Context: an optimization exercise on an open-source flow, tuned for small area, a short achievable clock period and few clock cycles. The choices shown serve that exercise and are no tape-out recipe. The RTL was checked by simulation tests, not by an equivalence proof against the original design.

**design.v**
```verilog
module mx_lane (
    input  wire [31:0]       x,        
    input  wire [1:0]        el,       
    input  wire [2:0]        rnd,      
    input  wire signed [8:0] xs,       
    input  wire [15:0]       u,        
    output reg  [7:0]        code,     
    output reg               f_sat     
);
    reg [4:0]  mb;
    reg [3:0]  eb;
    reg [4:0]  bias;
    reg signed [9:0] emin;
    reg [7:0]  maxbits;
    always @(*) begin
        case (el)
            2'd0:    begin mb = 5'd3; eb = 4'd4; bias = 5'd7;  emin = -10'sd6;  maxbits = 8'h7E; end
            2'd1:    begin mb = 5'd2; eb = 4'd5; bias = 5'd15; emin = -10'sd14; maxbits = 8'h7B; end
            2'd2:    begin mb = 5'd1; eb = 4'd2; bias = 5'd1;  emin = 10'sd0;   maxbits = 8'h07; end
            default: begin mb = 5'd0; eb = 4'd0; bias = 5'd0;  emin = 10'sd0;   maxbits = 8'h7F; end
        endcase
    end
    wire is_int = (el == 2'd3);
    wire        s    = x[31];
    wire        inf  = x[30:23] == 8'hFF;
    wire [7:0]  fe   = inf ? 8'hFE : x[30:23];
    wire [22:0] fm   = inf ? 23'h7F_FFFF : x[22:0];
    wire [23:0] raw  = {fe != 8'd0, fm};
    wire signed [9:0] e0 = (fe == 8'd0) ? -10'sd126 : $signed({2'd0, fe}) - 10'sd127;
    reg [4:0] lz;
    integer i;
    always @(*) begin
        lz = 5'd24;
        for (i = 0; i < 24; i = i + 1)
            if (raw[i]) lz = 5'd23 - i[4:0];
    end
    wire [23:0]       nm = raw << lz;
    wire signed [9:0] e  = e0 - $signed({5'd0, lz});      
    wire signed [9:0] xw   = {xs[8], xs};
    wire signed [9:0] elo  = emin + xw;
    wire signed [9:0] emx  = (e > elo) ? e : elo;
    wire signed [9:0] q    = is_int ? xw - 10'sd6 : emx - $signed({5'd0, mb});
    wire signed [10:0] sh  = $signed({q[9], q}) - $signed({e[9], e}) + 11'sd23;   
    wire [6:0]        shc  = (sh > 11'sd72) ? 7'd72 : sh[6:0];
    wire [95:0]  t     = {nm, 72'd0} >> shc;
    wire [23:0]  rq    = t[95:72];
    wire [47:0]  frac  = t[71:24];
    wire         half  = frac[47];
    wire         below = (|frac[46:0]) | (|t[23:0]);
    wire         inexact = half | below;
    wire [16:0]  dsum  = {1'b0, frac[47:32]} + {1'b0, u};
    reg up;
    always @(*) begin
        case (rnd)
            3'd0: up = half & (below | rq[0]);
            3'd1: up = half;
            3'd2: up = 1'b0;
            3'd3: up = inexact & ~s;
            3'd4: up = inexact & s;
            3'd5: up = dsum[16];
            default: up = 1'b0;
        endcase
    end
    wire [24:0] rr = {1'b0, rq} + {24'd0, up};
    wire              carry = (rr >> (mb + 5'd1)) != 25'd0;
    wire [24:0]       rn    = carry ? (rr >> 1) : rr;
    wire signed [9:0] qn    = carry ? q + 10'sd1 : q;
    wire              nrm   = (rn >> mb) != 25'd0;
    wire signed [9:0] bexp  = nrm ? qn - xw + $signed({5'd0, mb}) + $signed({5'd0, bias}) : 10'sd0;
    wire [7:0]        mmask = (8'd1 << mb) - 8'd1;
    wire [7:0]        mant  = rn[7:0] & mmask;
    wire [7:0]        sgnb  = {7'd0, s} << (eb + mb);
    reg               ovf;
    always @(*) begin
        case (el)
            2'd0:    ovf = bexp > 10'sd15 || (bexp == 10'sd15 && mant[2:0] == 3'd7);
            2'd1:    ovf = bexp >= 10'sd31;
            default: ovf = bexp > 10'sd3;
        endcase
    end
    wire [7:0] fbits = sgnb | (bexp[7:0] << mb) | mant;
    wire signed [26:0] rmag = {2'b0, rr};
    wire signed [26:0] rv   = s ? -rmag : rmag;
    always @(*) begin
        f_sat = inf;
        if (is_int) begin
            if (rv > 27'sd127)       begin code = 8'h7F; f_sat = 1'b1; end
            else if (rv < -27'sd128) begin code = 8'h80; f_sat = 1'b1; end
            else                            code = rv[7:0];
        end else if (rr == 25'd0) begin
            code = sgnb;
        end else if (ovf) begin
            code = sgnb | maxbits; f_sat = 1'b1;
        end else begin
            code = fbits;
        end
    end
endmodule
module mxquant (
    input  wire         clk,
    input  wire         rst,           
    input  wire         in_valid,
    output wire         in_ready,
    input  wire [127:0] in_x,          
    input  wire [7:0]   in_fmt,        
    input  wire [2:0]   in_round,
    input  wire         in_sat,
    input  wire         seed_load,
    input  wire [31:0]  seed,
    output reg          out_valid,
    output reg  [31:0]  out_e,         
    output reg  [7:0]   out_scale,
    output reg  [3:0]   out_sat
);
    localparam LANES = 4;
    reg [1023:0] buffer;
    reg [2:0]    in_cnt;        
    reg          emit;          
    reg [2:0]    out_cnt;       
    reg [1:0]    cfg_el;
    reg [2:0]    cfg_round;
    reg          cfg_sat;
    reg          any_nan, any_inf;
    reg [30:0]   amag;          
    assign in_ready = !emit;
    wire accept = in_valid && in_ready;
    reg [30:0] beat_max;
    reg        beat_nan, beat_inf;
    integer b;
    always @(*) begin
        beat_max = 31'd0; beat_nan = 1'b0; beat_inf = 1'b0;
        for (b = 0; b < LANES; b = b + 1) begin
            if (in_x[32*b+30 -: 8] == 8'hFF && in_x[32*b +: 23] != 23'd0)
                beat_nan = 1'b1;
            else begin
                if (in_x[32*b+30 -: 8] == 8'hFF) beat_inf = 1'b1;
                if (in_x[32*b +: 31] > beat_max) beat_max = in_x[32*b +: 31];
            end
        end
    end
    always @(posedge clk) begin
        if (rst) begin
            in_cnt <= 3'd0;
            emit   <= 1'b0;
            out_cnt <= 3'd0;
        end else begin
            if (accept) begin
                buffer[128*in_cnt +: 128] <= in_x;
                if (in_cnt == 3'd0) begin
                    cfg_el    <= in_fmt[1:0];
                    cfg_round <= in_round;
                    cfg_sat   <= in_sat;
                    any_nan   <= beat_nan;
                    any_inf   <= beat_inf;
                    amag      <= beat_max;
                end else begin
                    any_nan <= any_nan | beat_nan;
                    any_inf <= any_inf | beat_inf;
                    if (beat_max > amag) amag <= beat_max;
                end
                in_cnt <= in_cnt + 3'd1;
                if (in_cnt == 3'd7) begin
                    emit    <= 1'b1;
                    out_cnt <= 3'd0;
                end
            end
            if (emit) begin
                out_cnt <= out_cnt + 3'd1;
                if (out_cnt == 3'd7) emit <= 1'b0;
            end
        end
    end
    reg [3:0] emax;
    always @(*) begin
        case (cfg_el)
            2'd0:    emax = 4'd8;
            2'd1:    emax = 4'd15;
            2'd2:    emax = 4'd2;
            default: emax = 4'd0;
        endcase
    end
    wire [7:0]        ea  = amag[30:23] == 8'hFF ? 8'hFE : amag[30:23];
    wire signed [9:0] xr  = $signed({2'd0, ea}) - 10'sd127 - $signed({6'd0, emax});
    wire signed [8:0] xsh = (xr < -10'sd127) ? -9'sd127 : xr[8:0];
    wire [8:0]        scale_code = xsh + 9'sd127;
    wire              blk_nan = any_nan || (any_inf && !cfg_sat);
    function [31:0] lfsr_step(input [31:0] g);
        lfsr_step = g[0] ? ((g >> 1) ^ 32'h8020_0003) : (g >> 1);
    endfunction
    reg [31:0]             lfsr;
    reg [32*(LANES+1)-1:0] g;    
    reg [31:0]             st;
    integer k, n;
    always @(*) begin
        st = lfsr;
        g[31:0] = st;
        for (k = 1; k <= LANES; k = k + 1) begin
            for (n = 0; n < 16; n = n + 1)
                st = lfsr_step(st);
            g[32*k +: 32] = st;
        end
    end
    always @(posedge clk) begin
        if (rst)
            lfsr <= 32'h0000_0001;
        else if (seed_load && !emit && in_cnt == 3'd0)
            lfsr <= seed;
        else if (emit && cfg_round == 3'd5)
            lfsr <= g[32*LANES +: 32];
    end
    wire [127:0] cur = buffer[128*out_cnt +: 128];
    wire [31:0]  codes;
    wire [3:0]   sats;
    genvar l;
    generate
        for (l = 0; l < LANES; l = l + 1) begin : lane
            mx_lane u_lane (
                .x     (cur[32*l +: 32]),
                .el    (cfg_el),
                .rnd   (cfg_round),
                .xs    (xsh),
                .u     (g[32*(l+1) +: 16]),
                .code  (codes[8*l +: 8]),
                .f_sat (sats[l])
            );
        end
    endgenerate
    always @(posedge clk) begin
        if (rst)
            out_valid <= 1'b0;
        else
            out_valid <= emit;
        if (blk_nan) begin
            out_e     <= 32'd0;
            out_scale <= 8'hFF;
            out_sat   <= 4'd0;
        end else begin
            out_e     <= codes;
            out_scale <= scale_code[7:0];
            out_sat   <= sats;
        end
    end
endmodule
```
**run.sh**
```bash
#!/bin/bash
# synth_recipe.tcl (not shown) runs the flow's synth.tcl, then flattens the netlist and writes it again
# the make line also repeats each setting of config.mk as NAME=value (left out here)
make -C /OpenROAD-flow-scripts/flow DESIGN_CONFIG=/design/flow/config.mk WORK_HOME=/design/flow/orfs CLKGATE_MAP_FILE= SYNTH_SCRIPT=/design/flow/synth_recipe.tcl finish
```
**config.mk**
```make
export PLATFORM = sky130hd
export DESIGN_NAME = mxquant
export DESIGN_NICKNAME = mxquant
export VERILOG_FILES = /design/flow/design.v
export SDC_FILE = /design/flow/constraint.sdc
export NUM_CORES = 4
export LEC_CHECK = 0
export CAP_MARGIN = 20
export CORE_MARGIN = 2
export CORE_UTILIZATION = 40
export SETUP_SLACK_MARGIN = 1.5
export SLEW_MARGIN = 20
```
**constraint.sdc**
```tcl
create_clock -name core_clock -period 24.0 [get_ports {clk}]
set_input_delay 4.8000 -clock core_clock [delete_from_list [all_inputs] [get_ports {clk}]]
set_output_delay 4.8000 -clock core_clock [all_outputs]
set_load 0.01 [all_outputs]
```
==> run notes <==
-- layout by cell type (no fill, tap or decap), types with 214 or more instances in the layout --
| master | netlist | layout |
|---|---|---|
| clkdlybuf4s50_1 | 0 | 214 |
| nand3_1 | 346 | 340 |
| inv_1 | 276 | 273 |
| xnor2_1 | 344 | 337 |
| nor3_1 | 284 | 278 |
| o21ai_0 | 1326 | 1311 |
| nand2b_1 | 219 | 216 |
| edfxtp_1 | 1063 | 1063 |
| nor2_1 | 811 | 800 |
| buf_4 | 46 | 489 |
| nand2_1 | 1836 | 1824 |
| a21oi_1 | 509 | 491 |
| mux4_2 | 236 | 236 |
| ha_1 | 465 | 460 |
| mux2i_1 | 379 | 363 |
-- worst max-delay path, delay by kind of cell, from the launching register on --
kind / cells / cell delay [ps]
adders and majority gates: 11 / 3870
and+or+nand+nor: 22 / 4880
muxes: 4 / 1860
DFF: 1 / 400
buffers and inverters: 10 / 2120
AOI/OAI and AO/OA: 29 / 6590
xor gates and xnor gates: 8 / 1560
-- area by class of cell --
class                   instances  area share
multi-input cells            9690      0.5726
flip-flops and latches       1147      0.2886
repair buffers                744     0.05569
well taps                    3384     0.03635
clock buffers                 160     0.02970
inverters                     287    0.009399
clock inverters                74    0.007605
diodes                          4  0.00008593
-- stage by stage --
stage / hold WS [ps] / setup slack, ps / instances / cell area [um^2]
3_5_place_dp: 521.8 / 376.9 / 15200 / 110700
4_1_cts: 543.6 / 1461 / 15440 / 115200
6_report: 547.9 / 2420 / 15490 / 116500
2_1_floorplan: 490.7 / 2012 / 11840 / 103700
3_3_place_gp: 504.5 / 214.1 / 15200 / 110700
5_1_grt: 570.2 / 1355 / 15490 / 116500
-- worst max-delay path by stage --
| stage | slack [ps] | cells past startpoint | end |
|---|---|---|---|
| floorplan | 2010 | 3 | amag[0]$_DFFE_PP_ |
| global placement | 210 | 90 | out_e[0]$_SDFF_PP0_ |
| detailed placement | 380 | 90 | out_e[0]$_SDFF_PP0_ |
| CTS | 1460 | 95 | out_e[0]$_SDFF_PP0_ |
| global route | 1350 | 98 | out_e[0]$_SDFF_PP0_ |
| finish | 2420 | 84 | out_e[20]$_SDFF_PP0_ |
-- cell families (layout without fill, tap and decap cells) --
kind of cell	count (synthesis)	after routing
AND/OR/NAND/NOR	4441	4442
adder cells (fa/ha/maj)	495	495
flip-flops	1147	1147
multiplexers	731	731
other	0	4
XOR/XNOR	544	544
AO/OA/AOI/OAI	3478	3478
buffers and inverters	999	1265
-- per-layer routing --
layer	share of wire	wire length, um	GRT usage
met5	0.00037	168	0
met4	0.043	19530	0.1265
met3	0.11	47750	0.06571
met2	0.43	193600	0.4930
met1	0.42	190300	0.4631
-- flip-flops by register name, summed over array words and instances, names as in the netlist --
name       count
amag          31
buffer      1024
out_cnt        3
lfsr          32
cfg_sat        1
cfg_round      3
out_scale      8
out_e         32
in_cnt         3
out_valid      1
out_sat        4
emit           1
cfg_el         2
any_inf        1
any_nan        1
-- what timing repair did --
action	4_1_cts	5_1_grt
resized for setup	30	159
endpoints found under the setup margin	36	36
cloned	0	3
pin swaps	0	26
hold endpoints to repair	0	0
buffers inserted	4	42
==> flow_summary.json <==
{
  "avgSynthCellArea_um2": 8.760,
  "die_h_um": 513.1,
  "dp_hpwl_um": 328400,
  "tns_ps": 0,
  "drive_gt1_frac": 0.1226,
  "seq_area_um2": 33610,
  "via_per_inst": 6.567,
  "async_flop_share": 0,
  "drt_iter0_drc": 13200,
  "die-area_um2": 263300,
  "vias": 101700,
  "first_global_vias": 95240,
  "synthFlopType": "edfxtp_1",
  "antenna_found_initial": 22,
  "ant_nets": 0,
  "synth.distinct_cells": 145,
  "multi_input_area_um2": 66700,
  "synth_seq_cells": 1147,
  "synthAdderAreaFrac": 0.06182,
  "ys_seq_area_frac": 0.3241,
  "finalCritPeriodShare": 0.8992,
  "crit_start": "out_cnt[1]$_SDFFE_PP0P_",
  "clockRootBuffer": "clkbuf_16",
  "outcome": "timing/DRC/antenna clean",
  "wl_um": 451300,
  "utilization": 0.4526,
  "placementRows": 186,
  "critPathCaptureType": "register",
  "die_w_um": 513.1,
  "drc": 0,
  "rr_startpoint": "out_cnt[1]$_SDFFE_PP0P_",
  "max_slew.worst_pin.slew_ps": 1275,
  "postCtsHoldBufs": 0,
  "crit_path_max_incr_delay_ps": 650,
  "syn_inst": 11840,
  "syn-num-nets": 12510,
  "yosys.area_share.simple": 0.2045,
  "io_buffers": 215,
  "cap_violations": 0,
  "synth_top_family_by_area": "compound AO/OA/AOI/OAI gates",
  "arrival_ps": 22290,
  "start_util": 0.4028,
  "max_freq_mhz": 46.34,
  "finalHoldViolations": 0,
  "clkTransAtPathRegs_ps": 60,
  "slowest_stage": "a2bb2oi_1",
  "rr_endpoint": "out_e[20]$_SDFF_PP0_",
  "gp_congestion": 1.008,
  "yosys.area.top_type_share": 0.3079,
  "yosys-top-cells-count": "nand2_1 (1,836), o21ai_0 (1,326), edfxtp_1 (1,063), nor2_1 (811), a21oi_1 (509)",
  "syn_area_um2": 103700,
  "rrSetupSlack_ps": 2420,
  "startpoint_type": "register",
  "drtPass1Iterations": 9,
  "worstHoldEndpoint": "lfsr[25]$_SDFFE_PP0P_",
  "io_pins": 222,
  "grt.total_usage": 0.3285,
  "yosysWarnings": 2,
  "grt_max_degree": 197,
  "clockBufferDepth": 3,
  "grt_pass1_wl_um": 655700,
  "synth_compound_area_frac": 0.2178,
  "synth_most_common_cell": "nand2_1",
  "cts-buffers-inserted": 132,
  "synth-edff-count": 1063,
  "fin_nets": 12670,
  "hp-start": "lfsr[25]$_SDFFE_PP0P_",
  "cp_max_fo": 53,
  "path_class": "register to register",
  "grt_setup_unrepaired": "false",
  "fillers": 25040,
  "clock_sinks": 1147,
  "yosys-top-cells-area": "edfxtp_1 (31%), nand2_1 (6.6%), o21ai_0 (6.4%)",
  "cts_tree": "done",
  "reg2reg_depth": 84,
  "overflow": 0,
  "h-tree-depth": 4,
  "synth_xor_area_frac": 0.04733,
  "wire_per_inst_um": 29.14,
  "cp.required_ps": 24710,
  "setup_viol": 0,
  "core_um2": 257400,
  "muxShareOfSynthArea": 0.1009,
  "synth_area_leader_cell": "edfxtp_1",
  "clock_skew_ps": 61.03,
  "fin_crit_ps": 21580,
  "area_delta_synth_final_pct": 12.36,
  "holdPathStages": 2,
  "insertion_delay_ps": 850,
  "final_max_slew_viol_count": 0,
  "holdCritPathClass": "register to register",
  "slew_headroom": 0.1281
}
Testbench counts, summed over its fixed seeds: cycles 192,008.

[re-timing with driven ports]
Ports are ideal in the flow. The routed layout listed here was re-timed in OpenROAD.
Step 1: set_driving_cell puts a clkbuf_16 on clk and a buf_2 on each other input, an assumption about the parent block.
Step 2 adds t to the input delays and takes it off the output delays; t is the mean of the earliest and latest rising clock arrival at the registers after step 1. Input paths then give back, and output paths get back, about the clock's delay inside the block.
a / b / c = no drivers / after step 1 / after step 2; a / b = the first two.
t (ns): 0.915
setup slack, ns: 2.420 / 2.420 / 2.420
latest minus earliest clock arrival (ns): 0.063 / 0.062
cell pins on the clock port's net: 1
After both steps setup and hold are still met in this run. The setup slack of this run moves by 0.000 ns with the drivers and by 0.000 ns with both steps.
